Background: an optimization exercise with open tools, aiming at small area. Do not read the settings as production practice. RTL that was checked went through simulation tests only; none was proved equivalent to the original.

==> 08-09: inputs <==
## graft_core
module graft_core (
    input  wire         clk,
    input  wire         rst,             
    input  wire         start,           
    input  wire         op,              
    input  wire         erase,           
    input  wire [255:0] root_key,
    input  wire         root_256,        
    input  wire [7:0]   kind,
    input  wire [63:0]  eui,
    input  wire [7:0]   epoch_rec,       
    input  wire [1:0]   epoch_sc,        
    input  wire         epoch_resolve,   
    output wire         busy,
    output wire         done,
    output wire         nokey,
    output wire [127:0] key_out
);
  function [7:0] xtime;
    input [7:0] b;
    xtime = {b[6:0], 1'b0} ^ (b[7] ? 8'h1b : 8'h00);
  endfunction
  function [5:0] slot_flags;
    input [4:0] r;
    input       k256;
    reg   [4:0] r0;
    begin
      r0 = k256 ? 5'd0 : 5'd4;
      slot_flags = {r >= r0 && r <= 5'd14,
                    r == r0,
                    r == 5'd14,
  ...
clock: 9.0 ns
lec_check: 0
cap_margin: 20
core_margin: 2
core_utilization: 40
gpl_routability_driven: 1
place_density_lb_addon: 0.3
slew_margin: 20
standard.sh (not shown) runs the stock make flow with config.mk's settings and CLKGATE_MAP_FILE= SYNTH_SCRIPT=/design/flow/synth_recipe.tcl, a recipe that flattens the netlist after the stock synthesis.
==> flow/flow/run.sh <==
#!/bin/bash
# Layout flow: the standard ORFS flow (standard.sh) with these changes:
#  - synthesis maps logic with an area-oriented ABC script (flow/abc_area.script)
#    instead of ORFS's delay-oriented one, and leaves half and full adders
#    and carry chains to ABC too (no ADDER_MAP_FILE, no Kogge-Stone extra map);
#    everything else in the synthesis script (synth_recipe.tcl, hence the
#    registers) is unchanged;
#  - every input and output port still gets a buffer, a buf_1 instead of the
#    clkdlybuf4s50_1 that buffer_ports picks by default;
#  - clock tree synthesis clusters up to 18 flip-flops (55 um across) per
#    clkbuf_8 and inserts no dummy loads.
# Each tool writes its full log under orfs/logs/ (ORFS), and this script's
# own output goes to flow_run.log.
set -euo pipefail
W=$(pwd)
exec > >(tee -a "$W/flow_run.log") 2>&1

{
  echo 'proc abc {args} {'
  echo '  set i [lsearch -exact $args -script]'
  echo "  if {\$i >= 0} { lset args [expr {\$i + 1}] $W/flow/abc_area.script }"
  echo '  yosys abc {*}$args'
  echo '}'
  cat "$W/synth_recipe.tcl"
} > "$W/synth_area.tcl"

sed -e "s#SYNTH_SCRIPT=[^ ]*#SYNTH_SCRIPT=$W/synth_area.tcl BUFFER_PORTS_ARGS='-buffer_cell sky130_fd_sc_hd__buf_1' ADDER_MAP_FILE= SYNTH_OPERATIONS_ARGS=-noshare CTS_ARGS='-sink_clustering_enable -repair_clock_nets -dont_use_dummy_load -sink_clustering_size 18 -sink_clustering_max_diameter 55 -buf_list {sky130_fd_sc_hd__clkbuf_8}'#" \
    "$W/standard.sh" > "$W/standard_area.sh"
grep -n 'make ' "$W/standard_area.sh"
bash "$W/standard_area.sh" > "$W/standard_area.log" 2>&1
echo "flow done"
==> flow/flow/abc_area.script <==
strash
dch -f
amap
strash
dch -f
amap
==> inputs of 11-22, as changes to 08-09 <==
--- a/flow/design.v
+++ b/flow/design.v
@@ -45,95 +45,95 @@
     output wire [127:0] key_out
 );
   function [7:0] xtime;
     input [7:0] b;
     xtime = {b[6:0], 1'b0} ^ (b[7] ? 8'h1b : 8'h00);
   endfunction
-  function [5:0] slot_flags;
+  function [7:0] slot_flags;
     input [4:0] r;
     input       k256;
     reg   [4:0] r0;
     begin
       r0 = k256 ? 5'd0 : 5'd4;
       slot_flags = {r >= r0 && r <= 5'd14,
                     r == r0,
                     r == 5'd14,
                     r > r0 && r < 5'd14,
                     r == r0,
-                    k256 && r == 5'd1};
+                    k256 && r == 5'd1,
+                    !k256 || !r[0],
+                    r == 5'd19};
     end
   endfunction
   reg         busy_r;
   reg         done_r;
   reg         op_r;
   reg         nokey_pend;   
   reg         k1_valid;
   reg         klen;         
   reg [4:0]   oh;           
   reg [4:0]   rd;           
-  reg         f_aes, f_first, f_last, f_mc, f_plo, f_phi;
+  reg         f_aes, f_first, f_last, f_mc, f_plo, f_phi, f_rot, f_fin;
   reg [39:0]  row0;         
   reg [31:0]  row1;
   reg [31:0]  row2;
   reg [31:0]  row3;
   reg [319:0] kreg;         
   reg [127:0] k1r;          
   reg [1:0]   kph;          
-  reg         kuse;         
-  reg [1:0]   kpos;         
+  reg [3:0]   ksel;         
   assign busy  = busy_r;
   assign done  = done_r;
   assign nokey = nokey_pend;
   wire ph0    = oh[0];
   wire ccyc   = f_aes && !ph0;                 
-  wire finish = busy_r && rd == 5'd19 && ph0;  
-  wire f_rot  = !klen || !rd[0];               
+  wire finish = busy_r && f_fin && ph0;        
   wire accept = start && !busy_r;
   wire [31:0] kw0 = kreg[31:0];
   wire [31:0] kw5 = kreg[191:160];
   wire [31:0] kw8 = kreg[287:256];
   wire [31:0] kw9 = kreg[319:288];      
+  wire [3:0] ridx = klen ? {1'b0, rd[4:1]} : rd[3:0] - 4'd4;
   reg  [7:0] rcon;
   always @(*) begin
-    case ({klen, rd})
-      {1'b0, 5'd5},  {1'b1, 5'd2}:  rcon = 8'h01;
-      {1'b0, 5'd6},  {1'b1, 5'd4}:  rcon = 8'h02;
-      {1'b0, 5'd7},  {1'b1, 5'd6}:  rcon = 8'h04;
-      {1'b0, 5'd8},  {1'b1, 5'd8}:  rcon = 8'h08;
-      {1'b0, 5'd9},  {1'b1, 5'd10}: rcon = 8'h10;
-      {1'b0, 5'd10}, {1'b1, 5'd12}: rcon = 8'h20;
-      {1'b0, 5'd11}, {1'b1, 5'd14}: rcon = 8'h40;
-      {1'b0, 5'd12}:                rcon = 8'h80;
-      {1'b0, 5'd13}:                rcon = 8'h1b;
-      {1'b0, 5'd14}:                rcon = 8'h36;
-      default:                      rcon = 8'h00;
+    case (ridx)
+      4'd1:    rcon = 8'h01;
+      4'd2:    rcon = 8'h02;
+      4'd3:    rcon = 8'h04;
+      4'd4:    rcon = 8'h08;
+      4'd5:    rcon = 8'h10;
+      4'd6:    rcon = 8'h20;
+      4'd7:    rcon = 8'h40;
+      4'd8:    rcon = 8'h80;
+      4'd9:    rcon = 8'h1b;
+      4'd10:   rcon = 8'h36;
+      default: rcon = 8'h00;
     endcase
   end
   wire [3:0] plo = {4{f_plo}} & oh[3:0];
   wire [3:0] phi = {4{f_phi}} & oh[3:0];
   wire [31:0] pword = ({32{plo[0]}} & root_key[255:224]) | ({32{plo[1]}} & root_key[223:192]) |
                       ({32{plo[2]}} & root_key[191:160]) | ({32{plo[3]}} & root_key[159:128]) |
                       ({32{phi[0]}} & root_key[127:96])  | ({32{phi[1]}} & root_key[95:64]) |
                       ({32{phi[2]}} & root_key[63:32])   | ({32{phi[3]}} & root_key[31:0]);
   wire        portw = f_plo || f_phi;
   wire [31:0] diag  = {row0[7:0], row1[7:0], row2[7:0], row3[7:0]};
-  wire [31:0] sb_in = ph0 ? kw8 : diag;
+  wire [31:0] sb_in = ({32{ph0 &&  f_rot}} & {kw8[23:0], kw8[31:24]}) |
+                      ({32{ph0 && !f_rot}} & kw8) |
+                      ({32{!ph0}} & diag);
   wire [31:0] sb_out;
   genvar gi;
   generate
     for (gi = 0; gi < 4; gi = gi + 1) begin : g_sbox
       aes_sbox u_sbox (.a(sb_in[8*gi +: 8]), .y(sb_out[8*gi +: 8]));
     end
   endgenerate
-  wire [31:0] kf    = ({32{ph0 &&  f_rot}} & ({sb_out[23:0], sb_out[31:24]} ^ {rcon, 24'd0})) |
-                      ({32{ph0 && !f_rot}} & sb_out) |
-                      ({32{!ph0}} & kw9);
+  wire [31:0] kf    = ph0 ? (sb_out ^ {f_rot ? rcon : 8'h00, 24'd0}) : kw9;
   wire [31:0] khead = klen ? kw0 : kw5;
   wire [31:0] kin   = pword | ((khead ^ kf) & {32{!portw}});
   wire        lwr  = busy_r && !op_r && f_last && !ph0;        
-  wire [3:0]  ksel = {4{kuse}} & (4'd1 << kpos);
   wire [31:0] lw_k = ({32{ksel[0]}} & k1r[31:0])  | ({32{ksel[1]}} & k1r[63:32]) |
                      ({32{ksel[2]}} & k1r[95:64]) | ({32{ksel[3]}} & k1r[127:96]);
   wire        ln31 = (ksel[3] & k1r[31]) | (ksel[0] & k1r[63]) |   
                      (ksel[1] & k1r[95]) | (ksel[2] & k1r[127]);
   wire        l3   = oh[4];                                     
   wire [31:0] k1w  = {lw_k[30:0], ln31} ^ {24'd0, l3 & ln31, 4'd0, l3 & ln31, l3 & ln31, 1'b0};
@@ -141,16 +141,15 @@
   wire [7:0]  p01 = a0 ^ a1, p12 = a1 ^ a2, p23 = a2 ^ a3;
   wire [7:0]  tt = p01 ^ p23;
   wire [7:0]  u0 = tt ^ xtime(p01), u1 = tt ^ xtime(p12), xt = xtime(tt);
   wire [31:0] u = {u0, u1, u0 ^ xt, u1 ^ xt};
   wire [31:0] col = (f_first ? diag ^ k1w : sb_out) ^ kw9 ^ (u & {32{f_mc}});
   wire [1:0] ep_d    = epoch_sc - epoch_rec[1:0];
-  wire       ep_dec  = ep_d == 2'd3 && epoch_rec[1:0] == 2'd0;
-  wire       ep_inc  = ep_d != 2'd3 && epoch_sc < epoch_rec[1:0];
-  wire [5:0] ep_up   = epoch_rec[7:2] + {{5{ep_dec}}, ep_inc | ep_dec};
-  wire [7:0] ep_full = epoch_resolve ? {ep_up, epoch_sc} : epoch_rec;
+  wire [7:0] ep_full = !epoch_resolve ? epoch_rec :
+                       (ep_d == 2'd3) ? epoch_rec - 8'd1 :
+                                        epoch_rec + {6'd0, ep_d};
   wire [127:0] msg  = {8'h01, 8'h59, 8'h4c, kind, 8'h00, eui, ep_full, 8'h00, 8'h80};
   wire [127:0] init = (op && !busy_r) ? msg : 128'd0;
   wire         load = accept || (finish && nokey_pend);
   function [7:0] bsel;
     input [127:0] x;
     input integer c;
@@ -188,25 +187,24 @@
   end
   always @(posedge clk) begin
     if (busy_r && !rst && !erase) begin
       oh <= {oh[3:0], oh[4]};
       if (oh[4]) begin
         rd <= rd + 5'd1;
-        {f_aes, f_first, f_last, f_mc, f_plo, f_phi} <= slot_flags(rd + 5'd1, klen);
+        {f_aes, f_first, f_last, f_mc, f_plo, f_phi, f_rot, f_fin} <= slot_flags(rd + 5'd1, klen);
       end
     end else begin
       oh <= 5'b00001;
       rd <= 5'd0;
-      {f_aes, f_first, f_last, f_mc, f_plo, f_phi} <= slot_flags(5'd0, root_256);
+      {f_aes, f_first, f_last, f_mc, f_plo, f_phi, f_rot, f_fin} <= slot_flags(5'd0, root_256);
     end
     if (accept) begin
       op_r       <= op;
       klen       <= root_256;
       nokey_pend <= op && !k1_valid;
-      kuse       <= op;
-      kpos       <= 2'd2 - kph;
+      ksel       <= op ? 4'd1 << (2'd2 - kph) : 4'd0;
     end
     if (rst || erase) begin
       busy_r   <= 1'b0;
       done_r   <= 1'b0;
       k1_valid <= 1'b0;
     end else begin
==> flow/flow/run.sh (replaced) <==
#!/bin/bash
# Layout flow: the standard ORFS flow (standard.sh) with two changes:
#  - synthesis maps logic with an area-oriented ABC script (flow/abc_area.script)
#    instead of ORFS's delay-oriented one; everything else in the synthesis
#    script (synth_recipe.tcl, hence the registers) is unchanged;
#  - every input and output port still gets a buffer, a buf_1 instead of the
#    clkdlybuf4s50_1 that buffer_ports picks by default;
#  - clock tree synthesis clusters up to 20 flip-flops (60 um across) per
#    clkbuf_8 and inserts no dummy loads.
# Each tool writes its full log under orfs/logs/ (ORFS), and this script's
# own output goes to flow_run.log.
set -euo pipefail
W=$(pwd)
exec > >(tee -a "$W/flow_run.log") 2>&1

{
  echo 'proc abc {args} {'
  echo '  set i [lsearch -exact $args -script]'
  echo "  if {\$i >= 0} { lset args [expr {\$i + 1}] $W/flow/abc_area.script }"
  echo '  yosys abc {*}$args'
  echo '}'
  cat "$W/synth_recipe.tcl"
} > "$W/synth_area.tcl"

sed -e "s#SYNTH_SCRIPT=[^ ]*#SYNTH_SCRIPT=$W/synth_area.tcl BUFFER_PORTS_ARGS='-buffer_cell sky130_fd_sc_hd__buf_1' CTS_ARGS='-sink_clustering_enable -repair_clock_nets -dont_use_dummy_load -sink_clustering_size 18 -sink_clustering_max_diameter 50 -buf_list {sky130_fd_sc_hd__clkbuf_8}'#" \
    "$W/standard.sh" > "$W/standard_area.sh"
grep -n 'make ' "$W/standard_area.sh"
bash "$W/standard_area.sh" > "$W/standard_area.log" 2>&1
echo "flow done"
--- a/flow/config.mk
+++ b/flow/config.mk
@@ -6,8 +6,8 @@
 export NUM_CORES = 8
 export LEC_CHECK = 0
 export CAP_MARGIN = 20
 export CORE_MARGIN = 2
 export CORE_UTILIZATION = 40
 export GPL_ROUTABILITY_DRIVEN = 1
-export PLACE_DENSITY_LB_ADDON = 0.3
+export PLACE_DENSITY_LB_ADDON = 0.1
 export SLEW_MARGIN = 20
==> inputs of 07-14, as changes to 08-09 <==
--- a/flow/design.v
+++ b/flow/design.v
@@ -45,70 +45,71 @@
     output wire [127:0] key_out
 );
   function [7:0] xtime;
     input [7:0] b;
     xtime = {b[6:0], 1'b0} ^ (b[7] ? 8'h1b : 8'h00);
   endfunction
-  function [5:0] slot_flags;
+  function [7:0] slot_flags;
     input [4:0] r;
     input       k256;
     reg   [4:0] r0;
     begin
       r0 = k256 ? 5'd0 : 5'd4;
       slot_flags = {r >= r0 && r <= 5'd14,
                     r == r0,
                     r == 5'd14,
                     r > r0 && r < 5'd14,
                     r == r0,
-                    k256 && r == 5'd1};
+                    k256 && r == 5'd1,
+                    !k256 || !r[0],
+                    r == 5'd19};
     end
   endfunction
   reg         busy_r;
   reg         done_r;
   reg         op_r;
   reg         nokey_pend;   
   reg         k1_valid;
   reg         klen;         
   reg [4:0]   oh;           
   reg [4:0]   rd;           
-  reg         f_aes, f_first, f_last, f_mc, f_plo, f_phi;
+  reg         f_aes, f_first, f_last, f_mc, f_plo, f_phi, f_rot, f_fin;
   reg [39:0]  row0;         
   reg [31:0]  row1;
   reg [31:0]  row2;
   reg [31:0]  row3;
   reg [319:0] kreg;         
   reg [127:0] k1r;          
   reg [1:0]   kph;          
-  reg         kuse;         
-  reg [1:0]   kpos;         
+  reg [3:0]   ksel;         
   assign busy  = busy_r;
   assign done  = done_r;
   assign nokey = nokey_pend;
   wire ph0    = oh[0];
   wire ccyc   = f_aes && !ph0;                 
-  wire finish = busy_r && rd == 5'd19 && ph0;  
-  wire f_rot  = !klen || !rd[0];               
+  wire finish = busy_r && f_fin && ph0;        
   wire accept = start && !busy_r;
   wire [31:0] kw0 = kreg[31:0];
   wire [31:0] kw5 = kreg[191:160];
   wire [31:0] kw8 = kreg[287:256];
   wire [31:0] kw9 = kreg[319:288];      
+  wire [3:0] ridx = klen ? {1'b0, rd[4:1]} : rd[3:0] - 4'd4;
   reg  [7:0] rcon;
   always @(*) begin
-    case ({klen, rd})
-      {1'b0, 5'd5},  {1'b1, 5'd2}:  rcon = 8'h01;
-      {1'b0, 5'd6},  {1'b1, 5'd4}:  rcon = 8'h02;
-      {1'b0, 5'd7},  {1'b1, 5'd6}:  rcon = 8'h04;
-      {1'b0, 5'd8},  {1'b1, 5'd8}:  rcon = 8'h08;
-      {1'b0, 5'd9},  {1'b1, 5'd10}: rcon = 8'h10;
-      {1'b0, 5'd10}, {1'b1, 5'd12}: rcon = 8'h20;
-      {1'b0, 5'd11}, {1'b1, 5'd14}: rcon = 8'h40;
-      {1'b0, 5'd12}:                rcon = 8'h80;
-      {1'b0, 5'd13}:                rcon = 8'h1b;
-      {1'b0, 5'd14}:                rcon = 8'h36;
-      default:                      rcon = 8'h00;
+    case (ridx)
+      4'd1:    rcon = 8'h01;
+      4'd2:    rcon = 8'h02;
+      4'd3:    rcon = 8'h04;
+      4'd4:    rcon = 8'h08;
+      4'd5:    rcon = 8'h10;
+      4'd6:    rcon = 8'h20;
+      4'd7:    rcon = 8'h40;
+      4'd8:    rcon = 8'h80;
+      4'd9:    rcon = 8'h1b;
+      4'd10:   rcon = 8'h36;
+      default: rcon = 8'h00;
     endcase
   end
   wire [3:0] plo = {4{f_plo}} & oh[3:0];
   wire [3:0] phi = {4{f_phi}} & oh[3:0];
   wire [31:0] pword = ({32{plo[0]}} & root_key[255:224]) | ({32{plo[1]}} & root_key[223:192]) |
                       ({32{plo[2]}} & root_key[191:160]) | ({32{plo[3]}} & root_key[159:128]) |
@@ -127,13 +128,12 @@
   wire [31:0] kf    = ({32{ph0 &&  f_rot}} & ({sb_out[23:0], sb_out[31:24]} ^ {rcon, 24'd0})) |
                       ({32{ph0 && !f_rot}} & sb_out) |
                       ({32{!ph0}} & kw9);
   wire [31:0] khead = klen ? kw0 : kw5;
   wire [31:0] kin   = pword | ((khead ^ kf) & {32{!portw}});
   wire        lwr  = busy_r && !op_r && f_last && !ph0;        
-  wire [3:0]  ksel = {4{kuse}} & (4'd1 << kpos);
   wire [31:0] lw_k = ({32{ksel[0]}} & k1r[31:0])  | ({32{ksel[1]}} & k1r[63:32]) |
                      ({32{ksel[2]}} & k1r[95:64]) | ({32{ksel[3]}} & k1r[127:96]);
   wire        ln31 = (ksel[3] & k1r[31]) | (ksel[0] & k1r[63]) |   
                      (ksel[1] & k1r[95]) | (ksel[2] & k1r[127]);
   wire        l3   = oh[4];                                     
   wire [31:0] k1w  = {lw_k[30:0], ln31} ^ {24'd0, l3 & ln31, 4'd0, l3 & ln31, l3 & ln31, 1'b0};
@@ -141,16 +141,15 @@
   wire [7:0]  p01 = a0 ^ a1, p12 = a1 ^ a2, p23 = a2 ^ a3;
   wire [7:0]  tt = p01 ^ p23;
   wire [7:0]  u0 = tt ^ xtime(p01), u1 = tt ^ xtime(p12), xt = xtime(tt);
   wire [31:0] u = {u0, u1, u0 ^ xt, u1 ^ xt};
   wire [31:0] col = (f_first ? diag ^ k1w : sb_out) ^ kw9 ^ (u & {32{f_mc}});
   wire [1:0] ep_d    = epoch_sc - epoch_rec[1:0];
-  wire       ep_dec  = ep_d == 2'd3 && epoch_rec[1:0] == 2'd0;
-  wire       ep_inc  = ep_d != 2'd3 && epoch_sc < epoch_rec[1:0];
-  wire [5:0] ep_up   = epoch_rec[7:2] + {{5{ep_dec}}, ep_inc | ep_dec};
-  wire [7:0] ep_full = epoch_resolve ? {ep_up, epoch_sc} : epoch_rec;
+  wire [7:0] ep_full = !epoch_resolve ? epoch_rec :
+                       (ep_d == 2'd3) ? epoch_rec - 8'd1 :
+                                        epoch_rec + {6'd0, ep_d};
   wire [127:0] msg  = {8'h01, 8'h59, 8'h4c, kind, 8'h00, eui, ep_full, 8'h00, 8'h80};
   wire [127:0] init = (op && !busy_r) ? msg : 128'd0;
   wire         load = accept || (finish && nokey_pend);
   function [7:0] bsel;
     input [127:0] x;
     input integer c;
@@ -188,25 +187,24 @@
   end
   always @(posedge clk) begin
     if (busy_r && !rst && !erase) begin
       oh <= {oh[3:0], oh[4]};
       if (oh[4]) begin
         rd <= rd + 5'd1;
-        {f_aes, f_first, f_last, f_mc, f_plo, f_phi} <= slot_flags(rd + 5'd1, klen);
+        {f_aes, f_first, f_last, f_mc, f_plo, f_phi, f_rot, f_fin} <= slot_flags(rd + 5'd1, klen);
       end
     end else begin
       oh <= 5'b00001;
       rd <= 5'd0;
-      {f_aes, f_first, f_last, f_mc, f_plo, f_phi} <= slot_flags(5'd0, root_256);
+      {f_aes, f_first, f_last, f_mc, f_plo, f_phi, f_rot, f_fin} <= slot_flags(5'd0, root_256);
     end
     if (accept) begin
       op_r       <= op;
       klen       <= root_256;
       nokey_pend <= op && !k1_valid;
-      kuse       <= op;
-      kpos       <= 2'd2 - kph;
+      ksel       <= op ? 4'd1 << (2'd2 - kph) : 4'd0;
     end
     if (rst || erase) begin
       busy_r   <= 1'b0;
       done_r   <= 1'b0;
       k1_valid <= 1'b0;
     end else begin
==> flow/run.sh (new file) <==
#!/bin/bash
# synth_recipe.tcl (not shown) runs the flow's synth.tcl, then flattens the netlist and writes it again
# the make line also repeats each setting of config.mk as NAME=value (left out here)
make -C /OpenROAD-flow-scripts/flow DESIGN_CONFIG=/design/flow/config.mk WORK_HOME=/design/flow/orfs CLKGATE_MAP_FILE= SYNTH_SCRIPT=/design/flow/synth_recipe.tcl finish
==> flow/config.mk (replaced) <==
export PLATFORM = sky130hd
export DESIGN_NAME = graft_core
export DESIGN_NICKNAME = graft_core
export VERILOG_FILES = /design/flow/design.v
export SDC_FILE = /design/flow/constraint.sdc
export NUM_CORES = 8
export LEC_CHECK = 0
export ABC_AREA = 1
export ABC_CLOCK_PERIOD_IN_PS = 9000
export CAP_MARGIN = 20
export CORE_MARGIN = 2
export CORE_UTILIZATION = 40
export CTS_BUF_LIST = sky130_fd_sc_hd__clkbuf_8
export CTS_CLUSTER_DIAMETER = 50
export CTS_CLUSTER_SIZE = 16
export GPL_ROUTABILITY_DRIVEN = 1
export PLACE_DENSITY_LB_ADDON = 0.3
export SLEW_MARGIN = 20
removed: flow/flow/run.sh
removed: flow/flow/abc_area.script
removed: flow/standard.sh
==> qor summary <==
metric                                                                       11-22                    07-14                    08-09
Result of the run                                          complete, no violations  complete, no violations  complete, no violations
Post-CTS Resized                                                                 3                        0                        0
HPWL after detailed placement                                             72100 um                 90000 um                 65600 um
Die outline width                                                           248 um                   280 um                   246 um
Layout Cell Area excl Fill                                            0.0291 sq mm             0.0371 sq mm             0.0275 sq mm
Layout Area Growth over Synthesis                                            21.8%                    21.8%                    17.4%
Per-cell routed wire length                                                22.4 um                  19.6 um                  21.3 um
Total of plain and repair buffers excluding clock buffers                      669                      500                      556
Area used by multi-input combinational logic                          0.0107 sq mm             0.0159 sq mm             0.0101 sq mm
Most common cell in the netlist                                            dfxtp_1                  nand2_1                  dfxtp_1
Starting density of the core                                                 40.5%                    40.2%                    40.6%
Register-to-Register Setup Slack                                            640 ps                  2140 ps                   610 ps
Post-synth EDFFs                                                                10                       10                        8
Non-clock inverters                                                            262                      369                      298
No functional check of the RTL was part of 11-22.

re-timing with driven ports:
The results above use ideal ports. As a check the final layouts listed here were re-extracted and re-timed, cells and wires unchanged. Step 1 (the two cells are an assumption about what drives the block):
set clk [get_ports {clk}]
set_driving_cell -lib_cell sky130_fd_sc_hd__clkbuf_16 $clk
set_driving_cell -lib_cell sky130_fd_sc_hd__buf_2 [delete_from_list [all_inputs] $clk]
Step 2 times the ports against the registers' clock, not the clock port: input delays grow and output delays shrink by t, the midpoint of the rising clock arrivals with the driver on. Three values: ideal, step 1, step 2; two values: the first two.
run	shift t [ns]	setup slack, ns	clock arrival spread, ns
08-09	0.690	0.614 / 0.614 / 0.614	0.075 / 0.075
11-22	0.711	0.645 / 0.645 / 0.645	0.080 / 0.079
07-14	0.757	2.140 / 2.140 / 2.140	0.046 / 0.046
After both steps every run listed still meets setup and hold.
